This is an optimization exercise on Yosys and OpenROAD, whose aim is small area, a short achievable clock period and few clock cycles per item, not a production implementation. The RTL was checked by simulation tests, not by an equivalence proof against the original design. Power is estimated from default activity; no workload was simulated.

==> flow/design.v, too long to show whole: its modules and the start of the top module <==
// module vint_mul: 821 lines
// module vint_unit: 181 lines
// module vint_alu: 173 lines
module vint_unit (
    input  wire        clk,
    input  wire        rst,
    input  wire        in_valid,
    output wire        in_ready,
    input  wire [5:0]  in_func,
    input  wire        in_type,
    input  wire        in_zero,
    input  wire [3:0]  in_pred,
    input  wire [63:0] in_a,
    input  wire [63:0] in_b,
    input  wire [63:0] in_d,
    output reg         out_valid,
    output reg  [63:0] out_d,
    output reg  [3:0]  out_p,
    output reg         out_sat
);
  // ...
==> flow/flow/run.sh <==
#!/bin/bash
# The standard layout, with timing repair aimed well below the (loose) clock
# period so that the achieved period is short.
set -euo pipefail
cd "$(dirname "$0")/.."
bash standard.sh SETUP_SLACK_MARGIN=${MARGIN:-11.6} finish > standard.log 2>&1
==> flow/standard.sh <==
#!/bin/bash
# synth_recipe.tcl (not shown) runs the flow's synth.tcl, then flattens the netlist and writes it again
# the make line also repeats each setting of config.mk as NAME=value (left out here)
make -C /OpenROAD-flow-scripts/flow DESIGN_CONFIG=/design/flow/config.mk WORK_HOME=/design/flow/orfs CLKGATE_MAP_FILE= SYNTH_SCRIPT=/design/flow/synth_recipe.tcl "${@:-finish}"
==> flow/config.mk <==
export PLATFORM = sky130hd
export DESIGN_NAME = vint_unit
export DESIGN_NICKNAME = vint_unit
export VERILOG_FILES = /design/flow/design.v
export SDC_FILE = /design/flow/constraint.sdc
export NUM_CORES = 4
export LEC_CHECK = 0
export ABC_AREA = 1
export CAP_MARGIN = 20
export CORE_MARGIN = 2
export CORE_UTILIZATION = 45
export SLEW_MARGIN = 20
==> flow/constraint.sdc <==
create_clock -name core_clock -period 16.0 [get_ports {clk}]
set_input_delay 3.2000 -clock core_clock [delete_from_list [all_inputs] [get_ports {clk}]]
set_output_delay 3.2000 -clock core_clock [all_outputs]
set_load 0.01 [all_outputs]
==> flow_summary_export.csv, run 1 <==
group,metric,value,unit
worst_setup_path,path_delay_family,"simple AND/OR/NAND/NOR gates",
timing,whs,0.326,ns
timing,slew_headroom,24.7,%
synth,synth_adder_area_share,11.0,%
worst_setup_path,reg2reg_slack,11.40,ns
synth,synth.area.mux_share,0.0475,%
synth,syn_nets,6405,
die,ios,278,
timing,skew,0.0665,ns
finish,seq_cell_count,494,
status,status,"no timing/DRC/antenna violations",
power,clock_net_power,0.00143,W
synth,syn_area_per_cell,7.12,µm²
synth,yosysMostFrequentCell,"nand2_1",
global_route,grt_busiest_layer,"met2",
global_route,antenna_found_initial,20,
synth,synth-async-reset-ratio,0,%
die,dieArea,0.0961,mm²
clock_tree,cts_resized,574,
power,p_clk_share,28.1,%
synth,synth_compound_area_share,15.7,%
place,dp_worst_setup_slack,10.01,ns
power,p_comb_share,40.2,%
synth,synth_common_cells,"1620 x nand2_1, 755 x inv_1, 407 x o21ai_0, 394 x nor2_1, 385 x xor2_1",
finish,nFillCells,9232,
clock_tree,holdBufCountCts,0,
global_route,grt_use_met1,53.2,%
worst_setup_path,end_kind,"register",
finish,final_net_count,6803,
finish,n_all_buffers,578,
flow_run,max-cap-violations,0,
Testbench counts, summed over its fixed seeds: cycles 20,548, items 16,000.
==> module vint_unit, before the edit <==
module vint_unit (
    input  wire        clk,
    input  wire        rst,
    input  wire        in_valid,
    output wire        in_ready,
    input  wire [5:0]  in_func,
    input  wire        in_type,
    input  wire        in_zero,
    input  wire [3:0]  in_pred,
    input  wire [63:0] in_a,
    input  wire [63:0] in_b,
    input  wire [63:0] in_d,
    output reg         out_valid,
    output reg  [63:0] out_d,
    output reg  [3:0]  out_p,
    output reg         out_sat
);
    genvar i;
    function [7:0] pass_mask(input [5:0] f, input t, input [3:0] p);
        reg mul, hi;
        begin
            mul = (f == 6'h06) | (f == 6'h07) | (f == 6'h08);
            hi  = (f == 6'h07) | (f == 6'h08);
            if (!mul)
                pass_mask = 8'h00;
            else if (!t)
                pass_mask = {4'h0, p};
            else
                pass_mask = {p[1] & hi, {3{p[1]}}, p[0] & hi, {3{p[0]}}};
        end
    endfunction
    function [7:0] lowbit(input [7:0] m);
        lowbit = m & (~m + 8'd1);
    endfunction
    function [9:0] pass_ctl(input [7:0] c, input t, input sg);
        begin
            if (t)
                pass_ctl = {sg & (c[1] | c[3] | c[5] | c[7]),
                            sg & (c[2] | c[3] | c[6] | c[7]),
                            c[5] | c[7], c[4] | c[6], c[1] | c[3], c[0] | c[2],
                            c[6] | c[7], c[4] | c[5], c[2] | c[3], c[0] | c[1]};
            else
                pass_ctl = {sg, sg, c[3:0], c[3:0]};
        end
    endfunction
    reg        rdy;           
    reg  [7:0] cur;           
    reg  [7:0] rem;           
    reg  [9:0] mctl;          
    assign in_ready = rdy;
    wire en   = (rem == 8'h00);    
    wire take = in_valid & en;
    wire       in_mul   = (in_func == 6'h06) | (in_func == 6'h07) | (in_func == 6'h08);
    wire       in_two   = (in_pred[0] & in_pred[1]) | (in_pred[2] & in_pred[3]) |
                          ((in_pred[0] | in_pred[1]) & (in_pred[2] | in_pred[3]));
    wire       in_multi = in_mul & (in_type ? (in_pred[0] | in_pred[1]) : in_two);
    wire [7:0] in_mask  = pass_mask(in_func, in_type, in_pred);
    wire [7:0] in_low   = lowbit(in_mask);
    wire [7:0] in_rest  = in_mask & ~in_low;
    wire [7:0] rem_low  = lowbit(rem);
    wire [7:0] rem_rest = rem & ~rem_low;
    reg        s1_v;
    reg [5:0]  s1_f;
    reg        s1_t;
    reg        s1_z;
    reg [3:0]  s1_p;
    reg [63:0] s1_x, s1_y, s1_d;
    reg [3:0]  s1_sub, s1_neg, s1_cin;
    wire i_sub = (in_func == 6'h01) | (in_func == 6'h04) | (in_func == 6'h05) |
                 (in_func == 6'h09) | (in_func == 6'h0A) | (in_func == 6'h0B) |
                 (in_func == 6'h0C) | (in_func == 6'h10) | (in_func[5:3] == 3'b100);
    wire i_neg = (in_func == 6'h14) | (in_func == 6'h15);
    wire i_cin = i_sub | i_neg | (in_func == 6'h16);
    wire [3:0]  in_act = in_type ? {in_pred[1], in_pred[1], in_pred[0], in_pred[0]} : in_pred;
    wire [3:0]  i_negl = {4{i_neg}} & in_act;
    wire [3:0]  i_subl = {4{i_sub}} & in_act;
    wire [63:0] i_negm = {{16{i_negl[3]}}, {16{i_negl[2]}}, {16{i_negl[1]}}, {16{i_negl[0]}}};
    wire [63:0] i_subm = {{16{i_subl[3]}}, {16{i_subl[2]}}, {16{i_subl[1]}}, {16{i_subl[0]}}};
    always @(posedge clk) begin
        if (en) begin
            s1_f   <= in_func;
            s1_t   <= in_type;
            s1_z   <= in_zero;
            s1_p   <= in_pred;
            s1_x   <= in_a ^ i_negm;
            s1_y   <= (in_b & ~i_negm) ^ i_subm;
            s1_d   <= in_d;
            s1_sub <= i_subl;
            s1_neg <= i_negl;
            s1_cin <= {4{i_cin}} & in_act;
        end
        if (rst) begin
            s1_v <= 1'b0;
            rdy  <= 1'b1;
            cur  <= 8'h00;
            rem  <= 8'h00;
            mctl <= 10'd0;
        end else if (en) begin
            s1_v <= in_valid;
            cur  <= take ? in_low : 8'h00;
            rem  <= take ? in_rest : 8'h00;
            rdy  <= !(take & in_multi);
            mctl <= pass_ctl(take ? in_low : 8'h00, in_type, in_func == 6'h07);
        end else begin
            cur  <= rem_low;
            rem  <= rem_rest;
            rdy  <= (rem_rest == 8'h00);
            mctl <= pass_ctl(rem_low, s1_t, s1_f == 6'h07);
        end
    end
    wire [63:0] merged;
    wire [3:0]  pres;
    wire        sat_any;
    vint_alu u_alu (
        .f(s1_f), .t(s1_t), .z(s1_z), .p(s1_p), .x(s1_x), .y(s1_y), .d(s1_d),
        .op_sub(s1_sub), .op_neg(s1_neg), .cin(s1_cin),
        .merged(merged), .pres(pres), .sat_any(sat_any)
    );
    wire        t    = s1_t;
    wire        m_hi = (s1_f == 6'h07) | (s1_f == 6'h08);    
    wire [3:0]  ca   = mctl[3:0];
    wire [3:0]  cb   = mctl[7:4];
    wire [15:0] ma16 = ({16{ca[0]}} & s1_x[15:0])  | ({16{ca[1]}} & s1_x[31:16]) |
                       ({16{ca[2]}} & s1_x[47:32]) | ({16{ca[3]}} & s1_x[63:48]);
    wire [15:0] mb16 = ({16{cb[0]}} & s1_y[15:0])  | ({16{cb[1]}} & s1_y[31:16]) |
                       ({16{cb[2]}} & s1_y[47:32]) | ({16{cb[3]}} & s1_y[63:48]);
    wire [16:0] ma = {mctl[8] & ma16[15], ma16};
    wire [16:0] mb = {mctl[9] & mb16[15], mb16};
    wire [35:0] mr0, mr1;
    vint_mul u_mul (.a(ma), .b(mb), .r0(mr0), .r1(mr1));
    wire [3:0] act  = t ? {s1_p[1], s1_p[1], s1_p[0], s1_p[0]} : s1_p;
    wire [3:0] wr_f = t ? {cur[6] | cur[7], cur[4] | cur[7], cur[2] | cur[3], cur[0] | cur[3]}
                        : cur[3:0];                        
    wire [3:0] hsel = t ? {cur[7], 1'b0, cur[3], 1'b0} : {4{m_hi}};   
    wire       acc_sh   = t & (cur[1] | cur[3] | cur[5] | cur[7]);   
    wire       acc_full = t & (cur[2] | cur[6]);                     
    wire [3:0] mfield   = (cur != 8'h00) ? act : 4'b0000;   
    wire [3:0] ld_m     = {4{s1_v}} & ~mfield;              
    reg        s2_v;
    reg [63:0] s2_merged;
    reg [3:0]  s2_p;
    reg        s2_sat;
    reg [35:0] s2_r0, s2_r1;
    reg [3:0]  s2_wr, s2_hsel, s2_ldm;
    reg        s2_acc_sh, s2_acc_full;
    always @(posedge clk) begin
        if (rst) s2_v <= 1'b0;
        else     s2_v <= s1_v & en;
        s2_merged   <= merged;
        s2_p        <= pres;
        s2_sat      <= sat_any;
        s2_r0       <= mr0;
        s2_r1       <= mr1;
        s2_wr       <= wr_f;
        s2_hsel     <= hsel;
        s2_ldm      <= ld_m & ~wr_f;
        s2_acc_sh   <= acc_sh;
        s2_acc_full <= acc_full;
    end
    reg  [35:0] acc;
    wire [35:0] acc_in = ({36{s2_acc_sh}} & {{16{acc[35]}}, acc[35:16]}) |
                         ({36{s2_acc_full}} & acc);
    wire [35:0] msum = s2_r0 + s2_r1 + acc_in;
    always @(posedge clk) begin
        acc <= msum;
        if (rst) out_valid <= 1'b0;
        else     out_valid <= s2_v;
        out_p   <= s2_p;
        out_sat <= s2_sat;
    end
    generate
        for (i = 0; i < 4; i = i + 1) begin : g_out
            always @(posedge clk) begin
                if (s2_wr[i])
                    out_d[16*i +: 16] <= s2_hsel[i] ? msum[31:16] : msum[15:0];
                else if (s2_ldm[i])
                    out_d[16*i +: 16] <= s2_merged[16*i +: 16];
            end
        end
    endgenerate
endmodule
==> module vint_alu, before the edit <==
module vint_alu (
    input  wire [5:0]  f,
    input  wire        t,
    input  wire        z,
    input  wire [3:0]  p,
    input  wire [63:0] x,
    input  wire [63:0] y,
    input  wire [63:0] d,
    input  wire [3:0]  op_sub,    
    input  wire [3:0]  op_neg,    
    input  wire [3:0]  cin,       
    output wire [63:0] merged,
    output wire [3:0]  pres,
    output wire        sat_any
);
    genvar i, L;
    wire f_add   = (f == 6'h00);
    wire f_sub   = (f == 6'h01);
    wire f_adds  = (f == 6'h02);
    wire f_addus = (f == 6'h03);
    wire f_subs  = (f == 6'h04);
    wire f_subus = (f == 6'h05);
    wire f_min   = (f == 6'h09);
    wire f_max   = (f == 6'h0A);
    wire f_minu  = (f == 6'h0B);
    wire f_maxu  = (f == 6'h0C);
    wire f_and   = (f == 6'h0D);
    wire f_or    = (f == 6'h0E);
    wire f_xor   = (f == 6'h0F);
    wire f_andn  = (f == 6'h10);
    wire f_shl   = (f == 6'h11);
    wire f_shr   = (f == 6'h12);
    wire f_sar   = (f == 6'h13);
    wire f_abs   = (f == 6'h14);
    wire f_neg   = (f == 6'h15);
    wire f_avgu  = (f == 6'h16);
    wire f_cmp   = (f[5:3] == 3'b100);
    wire f_eq    = (f == 6'h20);
    wire f_ne    = (f == 6'h21);
    wire f_lt    = (f == 6'h22);
    wire f_le    = (f == 6'h23);
    wire f_ltu   = (f == 6'h24);
    wire f_leu   = (f == 6'h25);
    wire [63:0] negm = {{16{op_neg[3]}}, {16{op_neg[2]}}, {16{op_neg[1]}}, {16{op_neg[0]}}};
    wire [63:0] a  = x ^ negm;
    wire [63:0] bn = ~y;
    wire gx1 = t | cin[1], gy1 = ~t & cin[1];
    wire gx3 = t | cin[3], gy3 = ~t & cin[3];
    wire [34:0] sum_l = {1'b0, x[31:16], gx1, x[15:0], 1'b1}
                      + {1'b0, y[31:16], gy1, y[15:0], cin[0]};
    wire [34:0] sum_h = {1'b0, x[63:48], gx3, x[47:32], 1'b1}
                      + {1'b0, y[63:48], gy3, y[47:32], cin[2]};
    wire [63:0] s = {sum_h[33:18], sum_h[16:1], sum_l[33:18], sum_l[16:1]};
    wire [3:0] co = {sum_h[34], sum_h[17], sum_l[34], sum_l[17]};
    wire [63:0] pb = x ^ y;
    wire [63:0] gb = x & y;
    wire [3:0] sa, sx, sy, sr, eq16;
    generate
        for (i = 0; i < 4; i = i + 1) begin : g_lane
            assign sa[i]   = a[16*i+15];
            assign sx[i]   = x[16*i+15];
            assign sy[i]   = y[16*i+15];
            assign sr[i]   = s[16*i+15];
            assign eq16[i] = &pb[16*i +: 16];    
        end
    endgenerate
    wire [3:0] ovf_l = ~(sx ^ sy) & (sr ^ sx);
    wire [3:0] e_ovf = t ? {ovf_l[3], ovf_l[3], ovf_l[1], ovf_l[1]} : ovf_l;
    wire [3:0] e_co  = t ? {co[3], co[3], co[1], co[1]} : co;
    wire [3:0] e_sa  = t ? {sa[3], sa[3], sa[1], sa[1]} : sa;
    wire [3:0] e_sr  = t ? {sr[3], sr[3], sr[1], sr[1]} : sr;
    wire [3:0] e_eq  = t ? {{2{eq16[3] & eq16[2]}}, {2{eq16[1] & eq16[0]}}} : eq16;
    wire [3:0] e_lts = e_sr ^ e_ovf;
    wire [3:0] e_ltu = ~e_co;
    wire [3:0] top   = t ? 4'b1010 : 4'b1111;    
    wire [3:0]  fill = {4{f_sar}} & e_sa;
    wire [63:0] shres;
    wire [63:0] rotv;
    generate
        for (L = 0; L < 4; L = L + 1) begin : g_sh
            wire [4:0]  n   = t ? {y[32*(L/2) + 4], y[32*(L/2) +: 4]} : {1'b0, y[16*L +: 4]};
            wire [3:0]  rl  = f_shl ? n[3:0] : (4'd0 - n[3:0]);
            wire [15:0] x0  = x[16*L +: 16];
            wire [15:0] x1  = rl[0] ? {x0[14:0], x0[15]}    : x0;
            wire [15:0] x2  = rl[1] ? {x1[13:0], x1[15:14]} : x1;
            wire [15:0] x3  = rl[2] ? {x2[11:0], x2[15:12]} : x2;
            wire [15:0] x4  = rl[3] ? {x3[7:0],  x3[15:8]}  : x3;
            assign rotv[16*L +: 16] = x4;
        end
        for (L = 0; L < 4; L = L + 1) begin : g_shsel
            wire [4:0]  n   = t ? {y[32*(L/2) + 4], y[32*(L/2) +: 4]} : {1'b0, y[16*L +: 4]};
            wire [15:0] k   = f_shl ? (16'hFFFF << n[3:0]) : (16'hFFFF >> n[3:0]);
            wire [15:0] ro  = rotv[16*L +: 16];
            wire [15:0] rp  = rotv[16*(L^1) +: 16];
            wire [15:0] fb  = {16{fill[L]}};
            wire        hi  = (L % 2 == 1);
            wire        big = t & n[4];
            reg  [15:0] xv, yv;
            always @* begin
                if (!t) begin
                    xv = ro; yv = fb;
                end else if (f_shl) begin
                    if (!hi) begin xv = big ? 16'h0000 : ro; yv = 16'h0000; end
                    else     begin xv = big ? rp : ro;       yv = big ? 16'h0000 : rp; end
                end else begin
                    if (!hi) begin xv = big ? rp : ro;       yv = big ? fb : rp; end
                    else     begin xv = big ? fb : ro;       yv = fb; end
                end
            end
            assign shres[16*L +: 16] = (k & xv) | (~k & yv);
        end
    endgenerate
    wire [3:0] pick_a = ({4{f_min}} & e_lts) | ({4{f_max}} & ~e_lts) |
                        ({4{f_minu}} & e_ltu) | ({4{f_maxu}} & ~e_ltu) |
                        ({4{f_abs}} & ~e_sa);
    wire [3:0] pick_b = ({4{f_min}} & ~e_lts) | ({4{f_max}} & e_lts) |
                        ({4{f_minu}} & ~e_ltu) | ({4{f_maxu}} & e_ltu);
    wire [3:0] sat_s  = {4{f_adds | f_subs}} & e_ovf;
    wire [3:0] sat_us = {4{f_addus}} & e_co;
    wire [3:0] sat_su = {4{f_subus}} & ~e_co;
    wire [3:0] pick_s = ({4{f_add | f_sub | f_neg}}) |
                        ({4{f_adds | f_subs}} & ~e_ovf) |
                        ({4{f_addus}} & ~e_co) |
                        ({4{f_subus}} & e_co) |
                        ({4{f_abs}} & e_sa);
    wire is_shift = f_shl | f_shr | f_sar;
    wire [63:0] avg;
    assign avg[14:0]  = s[15:1];
    assign avg[15]    = t ? s[16] : co[0];
    assign avg[30:16] = s[31:17];
    assign avg[31]    = co[1];
    assign avg[46:32] = s[47:33];
    assign avg[47]    = t ? s[48] : co[2];
    assign avg[62:48] = s[63:49];
    assign avg[63]    = co[3];
    wire l_g = f_and | f_or | f_andn;
    wire l_p = f_or | f_xor;
    wire [63:0] logic_r = ({64{l_g}} & gb) | ({64{l_p}} & pb);
    reg [63:0] res;
    integer ln;
    always @* begin
        for (ln = 0; ln < 4; ln = ln + 1) begin
            res[16*ln +: 16] =
                  ({16{pick_s[ln]}} & s[16*ln +: 16])
                | ({16{pick_a[ln]}} & a[16*ln +: 16])
                | ({16{pick_b[ln]}} & bn[16*ln +: 16])
                | ({16{f_avgu}} & avg[16*ln +: 16])
                | logic_r[16*ln +: 16]
                | ({16{is_shift}} & shres[16*ln +: 16])
                | ({16{sat_us[ln]}})
                | ({16{sat_s[ln]}} & {top[ln] ? e_sa[ln] : ~e_sa[ln], {15{~e_sa[ln]}}});
        end
    end
    wire [3:0] act = t ? {p[1], p[1], p[0], p[0]} : p;
    reg [63:0] mg;
    assign merged = mg;
    always @* begin
        for (ln = 0; ln < 4; ln = ln + 1) begin
            if (f_cmp)
                mg[16*ln +: 16] = d[16*ln +: 16];
            else if (act[ln])
                mg[16*ln +: 16] = res[16*ln +: 16];
            else
                mg[16*ln +: 16] = z ? 16'h0000 : d[16*ln +: 16];
        end
    end
    wire [3:0] rel = ({4{f_eq}} & e_eq) | ({4{f_ne}} & ~e_eq) |
                     ({4{f_lt}} & e_lts) | ({4{f_le}} & (e_lts | e_eq)) |
                     ({4{f_ltu}} & e_ltu) | ({4{f_leu}} & (e_ltu | e_eq));
    assign pres = !f_cmp ? 4'b0000 :
                  t ? {2'b00, rel[3] & p[1], rel[1] & p[0]} : (rel & p);
    assign sat_any = |((sat_s | sat_us | sat_su) & act);
endmodule
==> run 2: changes to the inputs <==
--- a/flow/design.v
+++ b/flow/design.v
@@ -899,2 +899,3 @@
     wire [63:0] i_subm = {{16{i_subl[3]}}, {16{i_subl[2]}}, {16{i_subl[1]}}, {16{i_subl[0]}}};
+    reg        s1_first;      
     always @(posedge clk) begin
@@ -903,11 +904,14 @@
             s1_t   <= in_type;
-            s1_z   <= in_zero;
-            s1_p   <= in_pred;
             s1_x   <= in_a ^ i_negm;
             s1_y   <= (in_b & ~i_negm) ^ i_subm;
-            s1_d   <= in_d;
-            s1_sub <= i_subl;
-            s1_neg <= i_negl;
-            s1_cin <= {4{i_cin}} & in_act;
         end
+        s1_z     <= in_zero;
+        s1_p     <= in_pred;
+        s1_d     <= in_d;
+        s1_sub   <= i_subl;
+        s1_neg   <= i_negl;
+        s1_cin   <= {4{i_cin}} & in_act;
+        s1_first <= en;
+    end
+    always @(posedge clk) begin
         if (rst) begin
@@ -958,3 +962,3 @@
     wire [3:0] mfield   = (cur != 8'h00) ? act : 4'b0000;   
-    wire [3:0] ld_m     = {4{s1_v}} & ~mfield;              
+    wire [3:0] ld_m     = {4{s1_v & s1_first}} & ~mfield;   
     reg        s2_v;
@@ -1017,3 +1021,3 @@
 );
-    genvar i, L;
+    genvar i, L, j;
     wire f_add   = (f == 6'h00);
@@ -1093,21 +1097,21 @@
             wire [4:0]  n   = t ? {y[32*(L/2) + 4], y[32*(L/2) +: 4]} : {1'b0, y[16*L +: 4]};
-            wire [15:0] k   = f_shl ? (16'hFFFF << n[3:0]) : (16'hFFFF >> n[3:0]);
-            wire [15:0] ro  = rotv[16*L +: 16];
-            wire [15:0] rp  = rotv[16*(L^1) +: 16];
-            wire [15:0] fb  = {16{fill[L]}};
             wire        hi  = (L % 2 == 1);
             wire        big = t & n[4];
-            reg  [15:0] xv, yv;
-            always @* begin
-                if (!t) begin
-                    xv = ro; yv = fb;
-                end else if (f_shl) begin
-                    if (!hi) begin xv = big ? 16'h0000 : ro; yv = 16'h0000; end
-                    else     begin xv = big ? rp : ro;       yv = big ? 16'h0000 : rp; end
-                end else begin
-                    if (!hi) begin xv = big ? rp : ro;       yv = big ? fb : rp; end
-                    else     begin xv = big ? fb : ro;       yv = fb; end
-                end
+            wire [15:0] th, thr;
+            for (j = 0; j < 16; j = j + 1) begin : g_th
+                assign th[j]      = (n[3:0] <= j);
+                assign thr[15-j]  = (n[3:0] <= j);
             end
-            assign shres[16*L +: 16] = (k & xv) | (~k & yv);
+            wire [15:0] k = f_shl ? th : thr;
+            wire xo = !big;
+            wire xp = big & (f_shl ? hi : !hi);
+            wire xz = big & (f_shl ? !hi : hi);
+            wire yp = t & !big & (f_shl ? hi : !hi);
+            wire yf = !(t & f_shl & !hi) & !yp;
+            wire [15:0] ro = rotv[16*L +: 16];
+            wire [15:0] rp = rotv[16*(L^1) +: 16];
+            wire [15:0] sel_o = k & {16{xo}};
+            wire [15:0] sel_p = (k & {16{xp}}) | (~k & {16{yp}});
+            wire [15:0] sel_f = ((k & {16{xz}}) | (~k & {16{yf}})) & {16{fill[L]}};
+            assign shres[16*L +: 16] = (sel_o & ro) | (sel_p & rp) | sel_f;
         end
==> run 2 against run 1 <==
Against the previous run: via count down 3.1%; cell count down 3.6%; cell area down 3.0%; largest cell class unchanged.
==> flow_summary_export.csv, run 2 <==
group,metric,value,unit
status,status,"no timing/DRC/antenna violations",
global_route,grt_max_degree,74,
min_path,hold_path_depth,0,
synth,synth_top_cell_by_area,"edfxtp_1",
timing,max_freq,222,MHz
synth,synth-seq-cells,495,
worst_setup_path,reg2reg_from,"mctl[6]$_SDFF_PP0_",
worst_setup_path,reg2reg_to,"s2_r1[21]$_DFF_P_",
global_route,grt_overflow_total,0,
power,worst_ir_drop_vdd,93.3,µV
global_route,grt_pass1_wl,276000,µm
finish,nFillCells,8814,
timing,finalHoldViolCount,0,
global_route,grt_pass1_vias,41100,
synth,syn_nets,6228,
die,ios,278,
place,dp_hpwl,150000,µm
clock_tree,cts_buffer_depth,3,
routing,wl_met1,72400,µm
synth,syn_area_per_cell,7.14,µm²
timing,tightest_slew,1.06,ns
synth,seq_area_frac_synth,29.0,%
clock_tree,cts_buffers,56,
worst_setup_path,worst_ep_required_time,12.80,ns
worst_setup_path,end_kind,"primary output",
worst_setup_path,worstPathArrival,1.30,ns
synth,synthDistinctLibCells,69,
routing,wl_met3,19700,µm
place,placed_cells,7041,
synth,synth-async-reset-ratio,0,%
worst_setup_path,reg2regPathDepth,15,
worst_setup_path,slowest_stage,"edfxtp_1",
routing,drtIter0Drc,5755,
timing,min_period,4.50,ns
routing,met2_length,86100,µm
power,leakage,23.1,nW
worst_setup_path,cp_max_fo,1,
synth,yosys-top-cells-area,"edfxtp_1 15%, dfxtp_1 14%, nand2_1 13%",
routing,dr.pass1.iters,8,
die,die_h,306,µm
timing,slew_headroom,29.2,%
clock_tree,root_buffer,"clkbuf_16",
finish,area_growth,22.2,%
synth,synthCells,5742,
worst_setup_path,cp_num_buf_inv,1,
finish,final_common_cell,"nand2_1",
synth,ys_warn_count,2,
routing,wl_per_cell,26.5,µm
finish,final_cell_mix,"1360 x nand2_1, 607 x inv_1, 482 x nand3_1",
timing,rsz0062_at_grt,"yes",
timing,skew,0.0564,ns
finish,multi_input_area,0.0273,mm²
clock_tree,cts_tree,"done",
synth,synth_top_cell_area_share,14.6,%
place,gp_congestion,1.08,
worst_setup_path,path_delay_family,"flip-flops",
synth,synth-main-ff-cell,"dfxtp_1",
worst_setup_path,critPathLaunchType,"register",
worst_setup_path,path_cells,"buf_2",
timing,setup_slack,11.50,ns
clock_tree,clock-sinks,495,
global_route,grtUsageTotal,40.2,%
power,power.density,97.3,mW/mm²
min_path,whs_endpoint,"out_p[3]$_DFF_P_",
timing,whs,0.330,ns
timing,setup_violations,0,
synth,synth_edf_count,199,
timing,slew_violations,0,
finish,drive_gt1_share,13.8,%
global_route,antenna_found_initial,19,
die,num_rows,110,
timing,finalCritPeriodShare,28.1,%
min_path,worstHoldStart,"s2_p[3]$_SDFF_PP0_",
worst_setup_path,reg2reg_slack,11.54,ns
synth,netlist_area,0.0410,mm²
finish,instances_no_fill,7351,
die,initial_utilization,45.5,%
place,portBuffers,277,
routing,highest_layer,"met5",
synth,synth_common_cells,"1416 x nand2_1, 647 x inv_1, 509 x nand3_1, 462 x o21ai_0, 401 x nor2_1",
die,dieArea,0.0936,mm²
worst_setup_path,crit_path_max_incr_delay,0.45,ns
flow_run,max-cap-violations,0,
routing,ant_nets,0,
routing,vias,43600,
timing,finalSetupTns,0,ns
finish,regArea,0.0119,mm²
clock_tree,cts_max_level,2,
die,die_width,306,µm
place,dp_worst_setup_slack,10.05,ns
power,p_total,0.00488,W
routing,routed_wl,194000,µm
die,core,0.0901,mm²
routing,vias_per_cell,5.94,
synth,yosysMostFrequentCell,"nand2_1",
finish,final_net_count,6605,
min_path,min_path_type,"reg2reg",
clock_tree,clkLatencyLatePin,0.69,ns
clock_tree,clk_pin_slew_worst_paths,0.06,ns
worst_setup_path,crit_type,"reg2out",
routing,drc_errors,0,
-- run 2: final cells by class --
class | instances | share of cell area [%]
inverter | 683 | 5.43
timing repair buffer | 538 | 9.52
sequential | 495 | 23.8
clock inverter | 26 | 0.589
antenna | 9 | 0.0450
tap | 1176 | 2.94
clock buffer | 79 | 3.26
multi-input combinational | 4342 | 54.4
timing repair inverter | 3 | 0.0300
-- run 2: where the power goes --
part	internal [W]	switching (W)	leakage, nW
Sequential	0.00145	0.0000951	4.50
Combinational	0.000624	0.00134	17.7
Clock	0.000782	0.000579	0.947
Total	0.00286	0.00202	23.1
-- run 2: routing by layer --
metal	vias to the layer above	global-route usage [%]
met2	2646	64.0
li1	19800	-
met1	20500	50.1
met4	8	26.8
met3	641	6.84
met5	-	0
-- run 2: how the worst max path moves through the flow --
stage	start	to	slack [ns]	depth (start not counted)
after floorplan	in_func[5]	s1_y[10]$_DFFE_PP_	11.44	6
after global placement	in_type	s1_y[44]$_DFFE_PP_	10.08	8
after detailed placement	in_type	s1_y[37]$_DFFE_PP_	10.05	8
after CTS	out_d[51]$_DFFE_PP_	out_d[51]	11.50	1
after global routing	in_func[4]	mctl[6]$_SDFF_PP0_	11.41	12
final	out_d[48]$_DFFE_PP_	out_d[48]	11.50	1
-- run 2: repair_timing --
item                       in CTS  in global routing
setup buffers                 119                 67
cloned                          3                  7
setup endpoints to repair     372                232
hold endpoints to repair        0                  0
pin swaps                      52                 50
hold buffers                    0                  0
gates resized for setup       570                200
-- run 2: kinds of logic (layout without fill, tap and decap cells) --
group | after synthesis | after routing | synth area share, %
other | 0 | 9 | 0
buffers and inverters | 909 | 1329 | 8.82
and+or+nand+nor | 2525 | 2529 | 26.0
DFF | 495 | 495 | 29.0
AOI/OAI and AO/OA | 1110 | 1110 | 15.7
adders and majority gates | 279 | 279 | 11.2
muxes | 25 | 25 | 0.610
xor gates and xnor gates | 399 | 399 | 8.60
-- run 2: stage by stage --
stage | util [%] | area (µm²)
floorplan | - | 41200
global placement | 49.9 | 45000
detailed placement | 49.9 | 45000
CTS | 54.1 | 48800
global route | 55.6 | 50100
finish | 55.6 | 50100
Testbench counts of run 2, summed over its fixed seeds: cycles 20,548, items 16,000.
==> run 3: changes to the inputs <==
--- a/flow/design.v
+++ b/flow/design.v
@@ -987,3 +987,26 @@
                          ({36{s2_acc_full}} & acc);
-    wire [35:0] msum = s2_r0 + s2_r1 + acc_in;
+    wire [35:0] cs_s = s2_r0 ^ s2_r1 ^ acc_in;
+    wire [35:0] cs_c = {(s2_r0[34:0] & s2_r1[34:0]) | (s2_r0[34:0] & acc_in[34:0]) |
+                        (s2_r1[34:0] & acc_in[34:0]), 1'b0};
+    wire [35:0] mp = cs_s ^ cs_c;
+    wire [35:0] mg = cs_s & cs_c;
+    wire [35:0] MG [0:6];
+    wire [35:0] MP [0:6];
+    assign MG[0] = mg;
+    assign MP[0] = mp;
+    genvar lv, j;
+    generate
+        for (lv = 0; lv < 6; lv = lv + 1) begin : g_mlv
+            for (j = 0; j < 36; j = j + 1) begin : g_mb
+                if (((j >> lv) % 2 == 1) && (((j >> (lv+1)) << (lv+1)) + (1 << lv) - 1 < 36)) begin : g_op
+                    assign MG[lv+1][j] = MG[lv][j] | (MP[lv][j] & MG[lv][((j >> (lv+1)) << (lv+1)) + (1 << lv) - 1]);
+                    assign MP[lv+1][j] = MP[lv][j] & MP[lv][((j >> (lv+1)) << (lv+1)) + (1 << lv) - 1];
+                end else begin : g_pass
+                    assign MG[lv+1][j] = MG[lv][j];
+                    assign MP[lv+1][j] = MP[lv][j];
+                end
+            end
+        end
+    endgenerate
+    wire [35:0] msum = mp ^ {MG[6][34:0], 1'b0};
     always @(posedge clk) begin
@@ -1021,3 +1044,3 @@
 );
-    genvar i, L, j;
+    genvar i, L, j, h, lv;
     wire f_add   = (f == 6'h00);
@@ -1052,13 +1075,40 @@
     wire [63:0] bn = ~y;
-    wire gx1 = t | cin[1], gy1 = ~t & cin[1];
-    wire gx3 = t | cin[3], gy3 = ~t & cin[3];
-    wire [34:0] sum_l = {1'b0, x[31:16], gx1, x[15:0], 1'b1}
-                      + {1'b0, y[31:16], gy1, y[15:0], cin[0]};
-    wire [34:0] sum_h = {1'b0, x[63:48], gx3, x[47:32], 1'b1}
-                      + {1'b0, y[63:48], gy3, y[47:32], cin[2]};
-    wire [63:0] s = {sum_h[33:18], sum_h[16:1], sum_l[33:18], sum_l[16:1]};
-    wire [3:0] co = {sum_h[34], sum_h[17], sum_l[34], sum_l[17]};
     wire [63:0] pb = x ^ y;
     wire [63:0] gb = x & y;
-    wire [3:0] sa, sx, sy, sr, eq16;
+    wire [63:0] s;
+    wire [3:0]  cm;      
+    wire [3:0]  co;      
+    generate
+        for (h = 0; h < 2; h = h + 1) begin : g_add
+            wire        ci = cin[2*h];
+            wire        gs = ~t & cin[2*h+1];    
+            wire        ps = t;                  
+            wire [32:0] pp = {pb[32*h+16 +: 16], ps, pb[32*h +: 16]};
+            wire [32:0] gg = {gb[32*h+16 +: 16], gs, gb[32*h +: 16]};
+            wire [32:0] G [0:6];
+            wire [32:0] P [0:6];
+            assign G[0] = gg | {32'd0, pp[0] & ci};
+            assign P[0] = pp;
+            for (lv = 0; lv < 6; lv = lv + 1) begin : g_lv
+                for (j = 0; j < 33; j = j + 1) begin : g_b
+                    if ((j >> lv) % 2 == 1) begin : g_op
+                        assign G[lv+1][j] = G[lv][j] | (P[lv][j] & G[lv][((j >> (lv+1)) << (lv+1)) + (1 << lv) - 1]);
+                        assign P[lv+1][j] = P[lv][j] & P[lv][((j >> (lv+1)) << (lv+1)) + (1 << lv) - 1];
+                    end else begin : g_pass
+                        assign G[lv+1][j] = G[lv][j];
+                        assign P[lv+1][j] = P[lv][j];
+                    end
+                end
+            end
+            wire [32:0] c = {G[6][31:0], ci};
+            wire [32:0] sum = pp ^ c;
+            assign s[32*h +: 16]      = sum[15:0];
+            assign s[32*h+16 +: 16]   = sum[32:17];
+            assign cm[2*h]   = c[15];
+            assign cm[2*h+1] = c[32];
+            assign co[2*h]   = G[6][15];
+            assign co[2*h+1] = G[6][32];
+        end
+    endgenerate
+    wire [3:0] sa, sx, sy, eq16;
     generate
@@ -1068,3 +1118,2 @@
             assign sy[i]   = y[16*i+15];
-            assign sr[i]   = s[16*i+15];
             assign eq16[i] = &pb[16*i +: 16];    
@@ -1072,11 +1121,17 @@
     endgenerate
-    wire [3:0] ovf_l = ~(sx ^ sy) & (sr ^ sx);
-    wire [3:0] e_ovf = t ? {ovf_l[3], ovf_l[3], ovf_l[1], ovf_l[1]} : ovf_l;
-    wire [3:0] e_co  = t ? {co[3], co[3], co[1], co[1]} : co;
     wire [3:0] e_sa  = t ? {sa[3], sa[3], sa[1], sa[1]} : sa;
-    wire [3:0] e_sr  = t ? {sr[3], sr[3], sr[1], sr[1]} : sr;
+    wire [3:0] e_sx  = t ? {sx[3], sx[3], sx[1], sx[1]} : sx;
+    wire [3:0] e_sy  = t ? {sy[3], sy[3], sy[1], sy[1]} : sy;
+    wire [3:0] e_cm  = t ? {cm[3], cm[3], cm[1], cm[1]} : cm;
     wire [3:0] e_eq  = t ? {{2{eq16[3] & eq16[2]}}, {2{eq16[1] & eq16[0]}}} : eq16;
-    wire [3:0] e_lts = e_sr ^ e_ovf;
-    wire [3:0] e_ltu = ~e_co;
+    wire [3:0] eqs   = ~(e_sx ^ e_sy);
     wire [3:0] top   = t ? 4'b1010 : 4'b1111;    
+    wire [3:0] co0  = eqs & e_sx;
+    wire [3:0] co1  = ~eqs | e_sx;
+    wire [3:0] ovf0 = eqs & e_sx;
+    wire [3:0] ovf1 = eqs & ~e_sx;
+    wire [3:0] lts0 = ~eqs | e_sx;
+    wire [3:0] lts1 = eqs & e_sx;
+    wire [3:0] ltu0 = ~co0;
+    wire [3:0] ltu1 = ~co1;
     wire [3:0]  fill = {4{f_sar}} & e_sa;
@@ -1118,16 +1173,8 @@
     endgenerate
-    wire [3:0] pick_a = ({4{f_min}} & e_lts) | ({4{f_max}} & ~e_lts) |
-                        ({4{f_minu}} & e_ltu) | ({4{f_maxu}} & ~e_ltu) |
-                        ({4{f_abs}} & ~e_sa);
-    wire [3:0] pick_b = ({4{f_min}} & ~e_lts) | ({4{f_max}} & e_lts) |
-                        ({4{f_minu}} & ~e_ltu) | ({4{f_maxu}} & e_ltu);
-    wire [3:0] sat_s  = {4{f_adds | f_subs}} & e_ovf;
-    wire [3:0] sat_us = {4{f_addus}} & e_co;
-    wire [3:0] sat_su = {4{f_subus}} & ~e_co;
-    wire [3:0] pick_s = ({4{f_add | f_sub | f_neg}}) |
-                        ({4{f_adds | f_subs}} & ~e_ovf) |
-                        ({4{f_addus}} & ~e_co) |
-                        ({4{f_subus}} & e_co) |
-                        ({4{f_abs}} & e_sa);
+    wire [3:0] act = t ? {p[1], p[1], p[0], p[0]} : p;
+    wire [3:0] wr  = act & {4{~f_cmp}};           
+    wire l_g = f_and | f_or | f_andn;
+    wire l_p = f_or | f_xor;
     wire is_shift = f_shl | f_shr | f_sar;
+    wire [63:0] early_res = ({64{l_g}} & gb) | ({64{l_p}} & pb) | ({64{is_shift}} & shres);
     wire [63:0] avg;
@@ -1141,39 +1188,54 @@
     assign avg[63]    = co[3];
-    wire l_g = f_and | f_or | f_andn;
-    wire l_p = f_or | f_xor;
-    wire [63:0] logic_r = ({64{l_g}} & gb) | ({64{l_p}} & pb);
-    reg [63:0] res;
-    integer ln;
-    always @* begin
-        for (ln = 0; ln < 4; ln = ln + 1) begin
-            res[16*ln +: 16] =
-                  ({16{pick_s[ln]}} & s[16*ln +: 16])
-                | ({16{pick_a[ln]}} & a[16*ln +: 16])
-                | ({16{pick_b[ln]}} & bn[16*ln +: 16])
-                | ({16{f_avgu}} & avg[16*ln +: 16])
-                | logic_r[16*ln +: 16]
-                | ({16{is_shift}} & shres[16*ln +: 16])
-                | ({16{sat_us[ln]}})
-                | ({16{sat_s[ln]}} & {top[ln] ? e_sa[ln] : ~e_sa[ln], {15{~e_sa[ln]}}});
-        end
-    end
-    wire [3:0] act = t ? {p[1], p[1], p[0], p[0]} : p;
+    wire [3:0] ps_all = {4{f_add | f_sub | f_neg}} | ({4{f_abs}} & e_sa);
+    wire [3:0] ps0 = wr & (ps_all | ({4{f_adds | f_subs}} & ~ovf0) |
+                            ({4{f_addus}} & ~co0) | ({4{f_subus}} & co0));
+    wire [3:0] ps1 = wr & (ps_all | ({4{f_adds | f_subs}} & ~ovf1) |
+                            ({4{f_addus}} & ~co1) | ({4{f_subus}} & co1));
+    wire [3:0] pa_abs = {4{f_abs}} & ~e_sa;
+    wire [3:0] pa0 = wr & (pa_abs | ({4{f_min}} & lts0) | ({4{f_max}} & ~lts0) |
+                                    ({4{f_minu}} & ltu0) | ({4{f_maxu}} & ~ltu0));
+    wire [3:0] pa1 = wr & (pa_abs | ({4{f_min}} & lts1) | ({4{f_max}} & ~lts1) |
+                                    ({4{f_minu}} & ltu1) | ({4{f_maxu}} & ~ltu1));
+    wire [3:0] pb0 = wr & (({4{f_min}} & ~lts0) | ({4{f_max}} & lts0) |
+                           ({4{f_minu}} & ~ltu0) | ({4{f_maxu}} & ltu0));
+    wire [3:0] pb1 = wr & (({4{f_min}} & ~lts1) | ({4{f_max}} & lts1) |
+                           ({4{f_minu}} & ~ltu1) | ({4{f_maxu}} & ltu1));
+    wire [3:0] ss0 = wr & {4{f_adds | f_subs}} & ovf0;
+    wire [3:0] ss1 = wr & {4{f_adds | f_subs}} & ovf1;
+    wire [3:0] su0 = wr & {4{f_addus}} & co0;
+    wire [3:0] su1 = wr & {4{f_addus}} & co1;
+    wire [3:0] pv  = wr & {4{f_avgu}};
+    wire [3:0] ps = (e_cm & ps1) | (~e_cm & ps0);
+    wire [3:0] pa = (e_cm & pa1) | (~e_cm & pa0);
+    wire [3:0] pbs = (e_cm & pb1) | (~e_cm & pb0);
+    wire [3:0] ss = (e_cm & ss1) | (~e_cm & ss0);
+    wire [3:0] su = (e_cm & su1) | (~e_cm & su0);
     reg [63:0] mg;
     assign merged = mg;
+    integer ln;
     always @* begin
         for (ln = 0; ln < 4; ln = ln + 1) begin
-            if (f_cmp)
-                mg[16*ln +: 16] = d[16*ln +: 16];
-            else if (act[ln])
-                mg[16*ln +: 16] = res[16*ln +: 16];
-            else
-                mg[16*ln +: 16] = z ? 16'h0000 : d[16*ln +: 16];
+            mg[16*ln +: 16] =
+                  (f_cmp | ~act[ln] & ~z ? d[16*ln +: 16] : 16'h0000)
+                | ({16{wr[ln]}} & early_res[16*ln +: 16])
+                | ({16{ps[ln]}} & s[16*ln +: 16])
+                | ({16{pv[ln]}} & avg[16*ln +: 16])
+                | ({16{pa[ln]}} & a[16*ln +: 16])
+                | ({16{pbs[ln]}} & bn[16*ln +: 16])
+                | ({16{su[ln]}})
+                | ({16{ss[ln]}} & {top[ln] ? e_sa[ln] : ~e_sa[ln], {15{~e_sa[ln]}}});
         end
     end
-    wire [3:0] rel = ({4{f_eq}} & e_eq) | ({4{f_ne}} & ~e_eq) |
-                     ({4{f_lt}} & e_lts) | ({4{f_le}} & (e_lts | e_eq)) |
-                     ({4{f_ltu}} & e_ltu) | ({4{f_leu}} & (e_ltu | e_eq));
+    wire [3:0] rel0 = ({4{f_eq}} & e_eq) | ({4{f_ne}} & ~e_eq) |
+                      ({4{f_lt}} & lts0) | ({4{f_le}} & (lts0 | e_eq)) |
+                      ({4{f_ltu}} & ltu0) | ({4{f_leu}} & (ltu0 | e_eq));
+    wire [3:0] rel1 = ({4{f_eq}} & e_eq) | ({4{f_ne}} & ~e_eq) |
+                      ({4{f_lt}} & lts1) | ({4{f_le}} & (lts1 | e_eq)) |
+                      ({4{f_ltu}} & ltu1) | ({4{f_leu}} & (ltu1 | e_eq));
+    wire [3:0] rel = (e_cm & rel1) | (~e_cm & rel0);
     assign pres = !f_cmp ? 4'b0000 :
                   t ? {2'b00, rel[3] & p[1], rel[1] & p[0]} : (rel & p);
-    assign sat_any = |((sat_s | sat_us | sat_su) & act);
+    wire [3:0] sat0 = ({4{f_adds | f_subs}} & ovf0) | ({4{f_addus}} & co0) | ({4{f_subus}} & ~co0);
+    wire [3:0] sat1 = ({4{f_adds | f_subs}} & ovf1) | ({4{f_addus}} & co1) | ({4{f_subus}} & ~co1);
+    assign sat_any = |(act & ((e_cm & sat1) | (~e_cm & sat0)));
 endmodule
==> run 3 against run 2 <==
Against the previous run: setup slack got worse by 0.013 ns; hold slack lost 0.0041 ns; cell count grew 0.97%; first-iteration DRC count shrank 1.0%; global-route usage up 0.69 points; combinational power fell by 9%; via count increased by 2.2%; flip-flop and latch count unchanged; synthesized area increased by 2.5%; clock skew down 0.022 ns; count of clock-buffer cells in the layout fell by 9; clock power up 4%; critical path type is now reg2reg; largest cell class unchanged; largest power group unchanged.
==> flow_summary_export.csv, run 3 <==
group,metric,value,unit
clock_tree,holdBufCountCts,0,
timing,finalHoldViolCount,0,
routing,vias_per_cell,6.01,
timing,finalSetupTns,0,ns
die,ios,278,
synth,netlist_area,0.0420,mm²
clock_tree,cts_tree,"done",
global_route,antenna_found_initial,6,
worst_setup_path,worst_ep_required_time,16.37,ns
min_path,min_path_type,"reg2reg",
worst_setup_path,crit_path_max_incr_delay,0.99,ns
synth,seq_area_frac_synth,28.3,%
finish,final_common_cell,"nand2_1",
global_route,grtUsageTotal,40.9,%
worst_setup_path,slowest_stage,"o21ai_0",
timing,rsz0062_at_grt,"yes",
place,dp_hpwl,158000,µm
worst_setup_path,path_cells,"buf_6, inv_4, buf_4, o21ai_0, nor2_1, buf_4, o211ai_1, nand3_1, nand2_1, nand3_1, a21oi_1, nand4_1",
synth,synthDistinctLibCells,66,
global_route,grt_use_met1,53.5,%
global_route,grt_pass1_wl,284000,µm
global_route,grt_busiest_layer,"met2",
routing,wl_per_cell,27.1,µm
clock_tree,cts_max_level,2,
place,gp_congestion,1.04,
power,power.internal,0.00282,W
power,seqPwrFrac,33.7,%
synth,synth-seq-cells,495,
synth,synth-main-ff-cell,"dfxtp_1",
power,p_sw,0.00202,W
finish,nFillCells,9349,
global_route,gr-usage-met2,62.4,%
power,worst_ir_drop_vdd,86.4,µV
synth,synth_top_cell_area_share,14.2,%
die,dieArea,0.0959,mm²
synth,synth_edf_count,199,
clock_tree,clkLatencyLatePin,0.68,ns
die,initial_utilization,45.2,%
global_route,grt_overflow_total,0,
flow_run,max-cap-violations,0,
clock_tree,cts_buffers,54,
worst_setup_path,critPathLaunchType,"register",
timing,slew_headroom,20.2,%
power,p_comb_share,37.2,%
synth,synth-async-reset-ratio,0,%
worst_setup_path,end_kind,"register",
timing,slew_violations,0,
routing,vias,44600,
die,core,0.0929,mm²
clock_tree,clk_pin_slew_worst_paths,0.06,ns
global_route,grt_pass1_vias,40800,
routing,ant_nets,0,
timing,setup_slack,11.49,ns
place,portBuffers,277,
worst_setup_path,crit_type,"reg2reg",
timing,max_freq,222,MHz
place,dp_worst_setup_slack,9.84,ns
synth,syn_area_per_cell,7.11,µm²
timing,setup_violations,0,
routing,dr.pass1.iters,9,
clock_tree,clock-sinks,495,
worst_setup_path,worstPathArrival,4.88,ns
power,leakage,22.9,nW
timing,finalCritPeriodShare,28.2,%
finish,drive_gt1_share,9.59,%
routing,drtIter0Drc,5695,
global_route,grt_max_degree,71,
timing,tightest_slew,1.18,ns
synth,ys_warn_count,2,
synth,synth_top_cell_by_area,"edfxtp_1",
timing,skew,0.0346,ns
die,die_width,310,µm
synth,yosys-top-cells-area,"edfxtp_1 14%, dfxtp_1 14%, nand2_1 13%",
routing,drc_errors,0,
clock_tree,cts_buffer_depth,3,
global_route,globalRouteMet3Util,8.14,%
synth,yosysMostFrequentCell,"nand2_1",
status,status,"no timing/DRC/antenna violations",
finish,final_net_count,6622,
power,p_clk_share,29.2,%
synth,synthCells,5909,
finish,final_cell_mix,"1390 x nand2_1, 696 x nand3_1, 687 x inv_1",
die,die_h,310,µm
timing,min_period,4.51,ns
finish,fin_util,52.5,%
power,swShare,41.7,%
power,power.density,99.2,mW/mm²
clock_tree,root_buffer,"clkbuf_16",
routing,routed_wl,201000,µm
finish,area_growth,16.0,%
worst_setup_path,cp_max_fo,35,
die,num_rows,112,
synth,syn_nets,6411,
synth,synth_common_cells,"1424 x nand2_1, 713 x inv_1, 698 x nand3_1, 325 x nor2_1, 320 x xor2_1",
-- run 3: cell count changes in the layout (fill, tap and decap cells not counted), sizes merged, moves of 12 or more --
| cell | previous run | this run |
|---|---|---|
| mux2i | 25 | 6 |
| inv | 656 | 744 |
| buf | 327 | 204 |
| o21ai | 496 | 389 |
| nor3 | 34 | 49 |
| nand3 | 517 | 707 |
| a22oi | 46 | 60 |
| fa | 146 | 159 |
| xor2 | 363 | 322 |
| clkbuf | 84 | 72 |
| nand2 | 1438 | 1466 |
| nand4 | 61 | 102 |
| a22o | 1 | 27 |
| nor2 | 413 | 355 |
-- run 3: path summary, 6_finish.rpt --
path                      startpoint               endpoint  slack (ns)  cells past startpoint
hold reg to reg   s2_p[2]$_SDFF_PP0_       out_p[2]$_DFF_P_        0.33                      0
setup / recovery      s1_t$_DFFE_PP_  s2_merged[14]$_DFF_P_       11.49                     12
hold / removal    s2_p[2]$_SDFF_PP0_       out_p[2]$_DFF_P_        0.33                      0
setup reg to reg      s1_t$_DFFE_PP_  s2_merged[14]$_DFF_P_       11.49                     12
-- run 3: logic make-up (layout without fill, tap and decap cells) --
family / Yosys count / in the layout / share of synthesized area [%]
buffers and inverters: 1018 / 1273 / 9.87
other: 0 / 3 / 0
adder cells (fa/ha/maj): 295 / 295 / 11.6
XOR/XNOR: 354 / 354 / 7.43
multiplexers: 6 / 6 / 0.143
AO/OA/AOI/OAI: 1018 / 1018 / 14.4
AND/OR/NAND/NOR: 2723 / 2724 / 28.2
flip-flops: 495 / 495 / 28.3
-- run 3: worst max-delay path: cells and delay by family, from the launching register on --
family	cells	cell delay, ns
AND/OR/NAND/NOR	5	1.23
buffers and inverters	4	1.21
AO/OA/AOI/OAI	3	1.30
flip-flops	1	0.40
-- run 3: layout make-up --
| type | instances | area [µm²] | area share (%) |
|---|---|---|---|
| Inverter | 762 | 2960 | 6.08 |
| Clock inverter | 31 | 407 | 0.834 |
| Timing Repair Buffer | 410 | 3600 | 7.38 |
| Antenna cell | 3 | 7.51 | 0.0154 |
| Sequential cell | 495 | 11900 | 24.4 |
| Clock buffer | 70 | 1580 | 3.24 |
| Tap cell | 1254 | 1570 | 3.22 |
| Multi-Input combinational cell | 4397 | 26700 | 54.8 |
-- run 3: metrics by stage --
step	hold WS, ns	std cells	cell area [µm²]	total power [W]
after floorplan	0.310	5909	42300	0.00266
after global placement	0.314	7237	45800	0.00336
after detailed placement	0.314	7237	45800	0.00336
after CTS	0.328	7393	48300	0.00476
after global routing	0.335	7419	48700	0.00502
final	0.326	7422	48800	0.00484
-- run 3: metal layers --
layer  wire (µm)  part of all wire [%]
met4       14600                   7.2
met2       86500                    43
met3       21800                    11
met1       78500                    39
met5          13                0.0065
-- run 3: power by group through the flow --
stage / clock network (W) / logic, W / registers, W
global placement: 0 / 0.00171 / 0.00165
detailed placement: 0 / 0.00171 / 0.00165
floorplan: 0 / 0.00109 / 0.00157
finish: 0.00141 / 0.00180 / 0.00163
global route: 0.00146 / 0.00193 / 0.00163
CTS: 0.00142 / 0.00172 / 0.00162
-- run 3: timing repair --
item                                    4_1_cts  5_1_grt
gates resized for setup                     389       70
gates cloned                                  0        1
setup buffers                                55       24
endpoints found under the setup margin      377      226
pin swaps                                    16       16
Testbench counts of run 3, summed over its fixed seeds: cycles 20,548, items 16,000.
==> run 4: changes to the inputs <==
--- a/flow/design.v
+++ b/flow/design.v
@@ -900,2 +900,3 @@
     reg        s1_first;      
+    reg [3:0]  s1_tl;         
     always @(posedge clk) begin
@@ -914,2 +915,3 @@
         s1_first <= en;
+        s1_tl    <= {4{in_type}} & in_act;
     end
@@ -939,3 +941,3 @@
     vint_alu u_alu (
-        .f(s1_f), .t(s1_t), .z(s1_z), .p(s1_p), .x(s1_x), .y(s1_y), .d(s1_d),
+        .f(s1_f), .t(s1_t), .tl(s1_tl), .z(s1_z), .p(s1_p), .x(s1_x), .y(s1_y), .d(s1_d),
         .op_sub(s1_sub), .op_neg(s1_neg), .cin(s1_cin),
@@ -961,4 +963,2 @@
     wire       acc_full = t & (cur[2] | cur[6]);                     
-    wire [3:0] mfield   = (cur != 8'h00) ? act : 4'b0000;   
-    wire [3:0] ld_m     = {4{s1_v & s1_first}} & ~mfield;   
     reg        s2_v;
@@ -968,4 +968,3 @@
     reg [35:0] s2_r0, s2_r1;
-    reg [3:0]  s2_wr, s2_hsel, s2_ldm;
-    reg        s2_acc_sh, s2_acc_full;
+    reg [3:0]  s2_wr, s2_hsel;
     always @(posedge clk) begin
@@ -973,3 +972,2 @@
         else     s2_v <= s1_v & en;
-        s2_merged   <= merged;
         s2_p        <= pres;
@@ -980,9 +978,5 @@
         s2_hsel     <= hsel;
-        s2_ldm      <= ld_m & ~wr_f;
-        s2_acc_sh   <= acc_sh;
-        s2_acc_full <= acc_full;
     end
     reg  [35:0] acc;
-    wire [35:0] acc_in = ({36{s2_acc_sh}} & {{16{acc[35]}}, acc[35:16]}) |
-                         ({36{s2_acc_full}} & acc);
+    wire [35:0] acc_in = acc;
     wire [35:0] cs_s = s2_r0 ^ s2_r1 ^ acc_in;
@@ -1012,3 +1006,4 @@
     always @(posedge clk) begin
-        acc <= msum;
+        acc <= ({36{acc_sh}} & {{16{msum[35]}}, msum[35:16]}) |
+               ({36{acc_full}} & msum);
         if (rst) out_valid <= 1'b0;
@@ -1020,7 +1015,9 @@
         for (i = 0; i < 4; i = i + 1) begin : g_out
+            wire [15:0] mres = s2_hsel[i] ? msum[31:16] : msum[15:0];
             always @(posedge clk) begin
-                if (s2_wr[i])
-                    out_d[16*i +: 16] <= s2_hsel[i] ? msum[31:16] : msum[15:0];
-                else if (s2_ldm[i])
-                    out_d[16*i +: 16] <= s2_merged[16*i +: 16];
+                if (s1_first)
+                    s2_merged[16*i +: 16] <= merged[16*i +: 16];
+                else if (s2_wr[i])
+                    s2_merged[16*i +: 16] <= mres;
+                out_d[16*i +: 16] <= s2_wr[i] ? mres : s2_merged[16*i +: 16];
             end
@@ -1032,2 +1029,3 @@
     input  wire        t,
+    input  wire [3:0]  tl,        
     input  wire        z,
@@ -1083,4 +1081,4 @@
             wire        ci = cin[2*h];
-            wire        gs = ~t & cin[2*h+1];    
-            wire        ps = t;                  
+            wire        gs = ~tl[2*h+1] & cin[2*h+1];    
+            wire        ps = tl[2*h+1];                  
             wire [32:0] pp = {pb[32*h+16 +: 16], ps, pb[32*h +: 16]};
@@ -1121,9 +1119,10 @@
     endgenerate
-    wire [3:0] e_sa  = t ? {sa[3], sa[3], sa[1], sa[1]} : sa;
-    wire [3:0] e_sx  = t ? {sx[3], sx[3], sx[1], sx[1]} : sx;
-    wire [3:0] e_sy  = t ? {sy[3], sy[3], sy[1], sy[1]} : sy;
-    wire [3:0] e_cm  = t ? {cm[3], cm[3], cm[1], cm[1]} : cm;
-    wire [3:0] e_eq  = t ? {{2{eq16[3] & eq16[2]}}, {2{eq16[1] & eq16[0]}}} : eq16;
+    wire [3:0] e_sa = {sa[3], tl[2] ? sa[3] : sa[2], sa[1], tl[0] ? sa[1] : sa[0]};
+    wire [3:0] e_sx = {sx[3], tl[2] ? sx[3] : sx[2], sx[1], tl[0] ? sx[1] : sx[0]};
+    wire [3:0] e_sy = {sy[3], tl[2] ? sy[3] : sy[2], sy[1], tl[0] ? sy[1] : sy[0]};
+    wire [3:0] e_cm = {cm[3], tl[2] ? cm[3] : cm[2], cm[1], tl[0] ? cm[1] : cm[0]};
+    wire [3:0] e_eq  = {tl[3] ? eq16[3] & eq16[2] : eq16[3], tl[2] ? eq16[3] & eq16[2] : eq16[2],
+                        tl[1] ? eq16[1] & eq16[0] : eq16[1], tl[0] ? eq16[1] & eq16[0] : eq16[0]};
     wire [3:0] eqs   = ~(e_sx ^ e_sy);
-    wire [3:0] top   = t ? 4'b1010 : 4'b1111;    
+    wire [3:0] top   = {1'b1, ~tl[2], 1'b1, ~tl[0]};    
     wire [3:0] co0  = eqs & e_sx;
@@ -1141,3 +1140,3 @@
         for (L = 0; L < 4; L = L + 1) begin : g_sh
-            wire [4:0]  n   = t ? {y[32*(L/2) + 4], y[32*(L/2) +: 4]} : {1'b0, y[16*L +: 4]};
+            wire [4:0]  n   = tl[L] ? {y[32*(L/2) + 4], y[32*(L/2) +: 4]} : {1'b0, y[16*L +: 4]};
             wire [3:0]  rl  = f_shl ? n[3:0] : (4'd0 - n[3:0]);
@@ -1151,5 +1150,5 @@
         for (L = 0; L < 4; L = L + 1) begin : g_shsel
-            wire [4:0]  n   = t ? {y[32*(L/2) + 4], y[32*(L/2) +: 4]} : {1'b0, y[16*L +: 4]};
+            wire [4:0]  n   = tl[L] ? {y[32*(L/2) + 4], y[32*(L/2) +: 4]} : {1'b0, y[16*L +: 4]};
             wire        hi  = (L % 2 == 1);
-            wire        big = t & n[4];
+            wire        big = tl[L] & n[4];
             wire [15:0] th, thr;
@@ -1163,4 +1162,4 @@
             wire xz = big & (f_shl ? !hi : hi);
-            wire yp = t & !big & (f_shl ? hi : !hi);
-            wire yf = !(t & f_shl & !hi) & !yp;
+            wire yp = tl[L] & !big & (f_shl ? hi : !hi);
+            wire yf = !(tl[L] & f_shl & !hi) & !yp;
             wire [15:0] ro = rotv[16*L +: 16];
@@ -1181,3 +1180,3 @@
     assign avg[14:0]  = s[15:1];
-    assign avg[15]    = t ? s[16] : co[0];
+    assign avg[15]    = tl[0] ? s[16] : co[0];
     assign avg[30:16] = s[31:17];
@@ -1185,3 +1184,3 @@
     assign avg[46:32] = s[47:33];
-    assign avg[47]    = t ? s[48] : co[2];
+    assign avg[47]    = tl[2] ? s[48] : co[2];
     assign avg[62:48] = s[63:49];
--- a/flow/flow/run.sh
+++ b/flow/flow/run.sh
@@ -5,2 +5,2 @@
 cd "$(dirname "$0")/.."
-bash standard.sh SETUP_SLACK_MARGIN=${MARGIN:-11.6} finish > standard.log 2>&1
+bash standard.sh SETUP_SLACK_MARGIN=${MARGIN:-11.7} "BUFFER_PORTS_ARGS=-buffer_cell sky130_fd_sc_hd__buf_1" finish > standard.log 2>&1
==> run 4 against run 3 <==
Against the previous run: first-iteration DRC count increased by 6.3%; hold slack improved by 0.0012 ns; clock power decreased by 3%; clock skew decreased by 0.010 ns; die area decreased by 2.1%; setup slack improved by 0.17 ns; critical path type is now reg2out; largest cell class unchanged; highest routed layer unchanged.
==> flow_summary_export.csv, run 4 <==
group,metric,value,unit
synth,synth_adder_area_share,11.9,%
global_route,grt_pass1_wl,276000,µm
clock_tree,cts_tree,"done",
die,die_width,306,µm
worst_setup_path,cp_num_buf_inv,1,
worst_setup_path,cp_max_fo,1,
power,leakage,22.5,nW
routing,drc_errors,0,
synth,synth_top_cell_by_area,"dfxtp_1",
worst_setup_path,reg2reg_slack,11.72,ns
worst_setup_path,reg2reg_from,"s1_x[23]$_DFFE_PP_",
clock_tree,cts_buffers,57,
die,initial_utilization,45.6,%
min_path,min_path_type,"reg2reg",
synth,synth_compound_area_share,13.5,%
synth,seq_area_frac_synth,27.2,%
die,die_h,306,µm
synth,synthCells,5910,
worst_setup_path,worst_ep_required_time,12.80,ns
routing,wl_met3,20700,µm
worst_setup_path,worstPathArrival,1.14,ns
timing,slew_headroom,22.4,%
synth,synth-main-ff-cell,"dfxtp_1",
global_route,grt_pass1_vias,40800,
clock_tree,clk_pin_slew_worst_paths,0.06,ns
min_path,whs_endpoint,"out_p[2]$_DFF_P_",
finish,nFillCells,9099,
place,dp_hpwl,151000,µm
power,power.density,111,mW/mm²
routing,drtIter0Drc,6051,
synth,synth_top_cell_area_share,17.3,%
synth,synthXorXnorAreaFrac,7.97,%
global_route,grtUsageTotal,39.7,%
worst_setup_path,slowest_stage,"dfxtp_2",
clock_tree,cts_max_level,2,
clock_tree,root_buffer,"clkbuf_16",
synth,synth_common_cells,"1577 x nand2_1, 708 x nand3_1, 569 x inv_1, 410 x nor2_1, 356 x dfxtp_1",
synth,netlist_area,0.0411,mm²
flow_run,max-cap-violations,0,
synth,synth_top_family_by_area,"simple AND/OR/NAND/NOR gates",
synth,synth-async-reset-ratio,0,%
worst_setup_path,reg2reg_to,"s2_r1[18]$_DFF_P_",
timing,slew_violations,0,
worst_setup_path,critPathLaunchType,"register",
synth,synth-seq-cells,491,
status,status,"no timing/DRC/antenna violations",
synth,syn_nets,6413,
worst_setup_path,crit_path_max_incr_delay,0.37,ns
die,num_rows,110,
finish,final_cell_mix,"1517 x nand2_1, 704 x nand3_1, 531 x inv_1",
routing,vias_per_cell,5.98,
routing,dr.pass1.iters,7,
timing,max_freq,231,MHz
synth,synthDistinctLibCells,66,
synth,synth.area.mux_share,0.0243,%
finish,final_common_cell,"nand2_1",
die,core,0.0903,mm²
clock_tree,clkLatencyLatePin,0.67,ns
clock_tree,holdBufCountCts,0,
finish,regArea,0.0112,mm²
worst_setup_path,end_kind,"primary output",
synth,ys_warn_count,2,
worst_setup_path,reg2regPathDepth,12,
routing,routed_wl,194000,µm
synth,synth_edf_count,135,
place,portBuffers,277,
global_route,antenna_found_initial,13,
finish,area_growth,16.4,%
routing,wl_met1,76000,µm
timing,finalSetupTns,0,ns
routing,met2_length,83600,µm
synth,yosysMostFrequentCell,"nand2_1",
synth,syn_area_per_cell,6.96,µm²
timing,rsz0062_at_grt,"yes",
synth,yosys-top-cells-area,"dfxtp_1 17%, nand2_1 14%, edfxtp_1 9.9%",
finish,final_net_count,6712,
timing,setup_violations,0,
timing,finalCritPeriodShare,27.1,%
place,gp_congestion,1.06,
timing,tightest_slew,1.16,ns
min_path,hold_path_depth,0,
routing,vias,44500,
routing,wl_per_cell,26.1,µm
clock_tree,cts_buffer_depth,3,
routing,ant_nets,0,
finish,fin_util,53.1,%
finish,drive_gt1_share,12.6,%
timing,skew,0.0245,ns
timing,min_period,4.34,ns
clock_tree,clock-sinks,491,
global_route,grt_overflow_total,0,
power,worst_ir_drop_vdd,83.3,µV
global_route,grt_max_degree,65,
routing,highest_layer,"met5",
worst_setup_path,path_delay_family,"flip-flops",
die,dieArea,0.0939,mm²
worst_setup_path,path_cells,"buf_6",
worst_setup_path,crit_type,"reg2out",
min_path,worstHoldStart,"s2_p[2]$_SDFF_PP0_",
synth,yosys.area_share.simple,30.8,%
finish,multi_input_area,0.0275,mm²
die,ios,278,
timing,finalHoldViolCount,0,
==> run 4: cells by family after synthesis <==
| family | Yosys count |
|---|---|
| fa+ha+maj | 296 |
| simple gates | 2947 |
| buf+inv | 870 |
| flops | 491 |
| xor+xnor | 370 |
| compound gates | 935 |
| mux | 1 |
==> run 4: worst reg2reg max path, cell delays in order (launching register included) <==
cell,delay [ns]
edfxtp_1,0.59
nand2_1,0.29
o21ai_0,0.25
a221oi_2,0.22
buf_4,0.33
o22ai_2,0.17
xor2_1,0.18
fa_1,0.48
fa_1,0.52
inv_1,0.06
fa_1,0.53
inv_1,0.06
fa_1,0.46
==> run 4: power by group <==
group | internal [W] | switching [W] | leakage, nW
Clock | 0.000790 | 0.000580 | 0.956
Sequential | 0.00148 | 0.000158 | 4.39
Combinational | 0.000720 | 0.00159 | 17.1
Total | 0.00299 | 0.00233 | 22.5
==> run 4: per-layer routing <==
metal / up-vias / GRT usage [%]
met5: - / 0
met4: 12 / 21.3
met3: 603 / 8.61
met2: 2654 / 61.9
met1: 21000 / 51.4
li1: 20300 / -
==> run 4: final cells by class <==
type / instances / share of cell area [%]
repair buffers: 495 / 6.88
inverters: 611 / 5.04
clock buffers: 68 / 3.21
well taps: 1176 / 3.07
flip-flops and latches: 491 / 23.5
multi-input cells: 4551 / 57.4
repair inverters: 2 / 0.0209
clock inverters: 37 / 0.854
diodes: 4 / 0.0209
==> run 4: repair_timing <==
action | CTS | global route
pin swaps | 21 | 36
cloned | 2 | 4
buffers inserted | 77 | 70
setup endpoints to repair | 308 | 252
gates resized for setup | 264 | 174
==> run 4: worst max path at each step <==
stage	startpoint	endpoint	slack, ns	depth (start not counted)
2_1_floorplan	in_func[3]	s1_y[38]$_DFFE_PP_	11.24	9
3_3_place_gp	in_func[2]	s1_y[36]$_DFFE_PP_	10.23	10
3_5_place_dp	in_func[2]	s1_y[35]$_DFFE_PP_	10.17	10
4_1_cts	s1_y[41]$_DFFE_PP_	s2_r1[18]$_DFF_P_	11.64	16
5_1_grt	s1_x[23]$_DFFE_PP_	s2_r1[18]$_DFF_P_	11.61	12
6_report	out_d[49]$_DFF_P_	out_d[49]	11.66	1
==> run 4: through the flow <==
stage	setup slack (ns)	instance area [µm²]	std cells	power [W]	hold slack [ns]
6_report	11.66	47900	7435	0.00531	0.327
5_1_grt	11.61	47900	7431	0.00558	0.331
3_3_place_gp	10.23	43300	7172	0.00373	0.319
3_5_place_dp	10.17	43300	7172	0.00375	0.319
2_1_floorplan	11.24	41400	5910	0.00297	0.310
4_1_cts	11.64	46600	7356	0.00520	0.330
Testbench counts of run 4, summed over its fixed seeds: cycles 20,548, items 16,000.

separate check: timing with driven ports:
Ports are ideal in the flow. The routed layouts listed here were re-timed in OpenROAD.
Step 1 assumes that a clkbuf_16 drives the clock port and a buf_2 every other input.
Step 2 moves the port delays by t, midway between the first and last clock arrival at a register: inputs arrive t later, outputs are due t later. That takes back most of the time a late clock gives input paths.
a / b / c = ideal / step 1 / step 2; a / b = the first two.
run	shift t [ns]	setup WS [ns]	worst slew at a driven data input, ns
run 1	0.774	11.403 / 11.403 / 10.860	0.18
run 2	0.740	11.504 / 11.428 / 10.868	0.13
run 3	0.744	11.492 / 11.467 / 10.969	0.11
run 4	0.738	11.662 / 11.588 / 11.026	0.17
After both steps setup and hold are still met in every run listed.
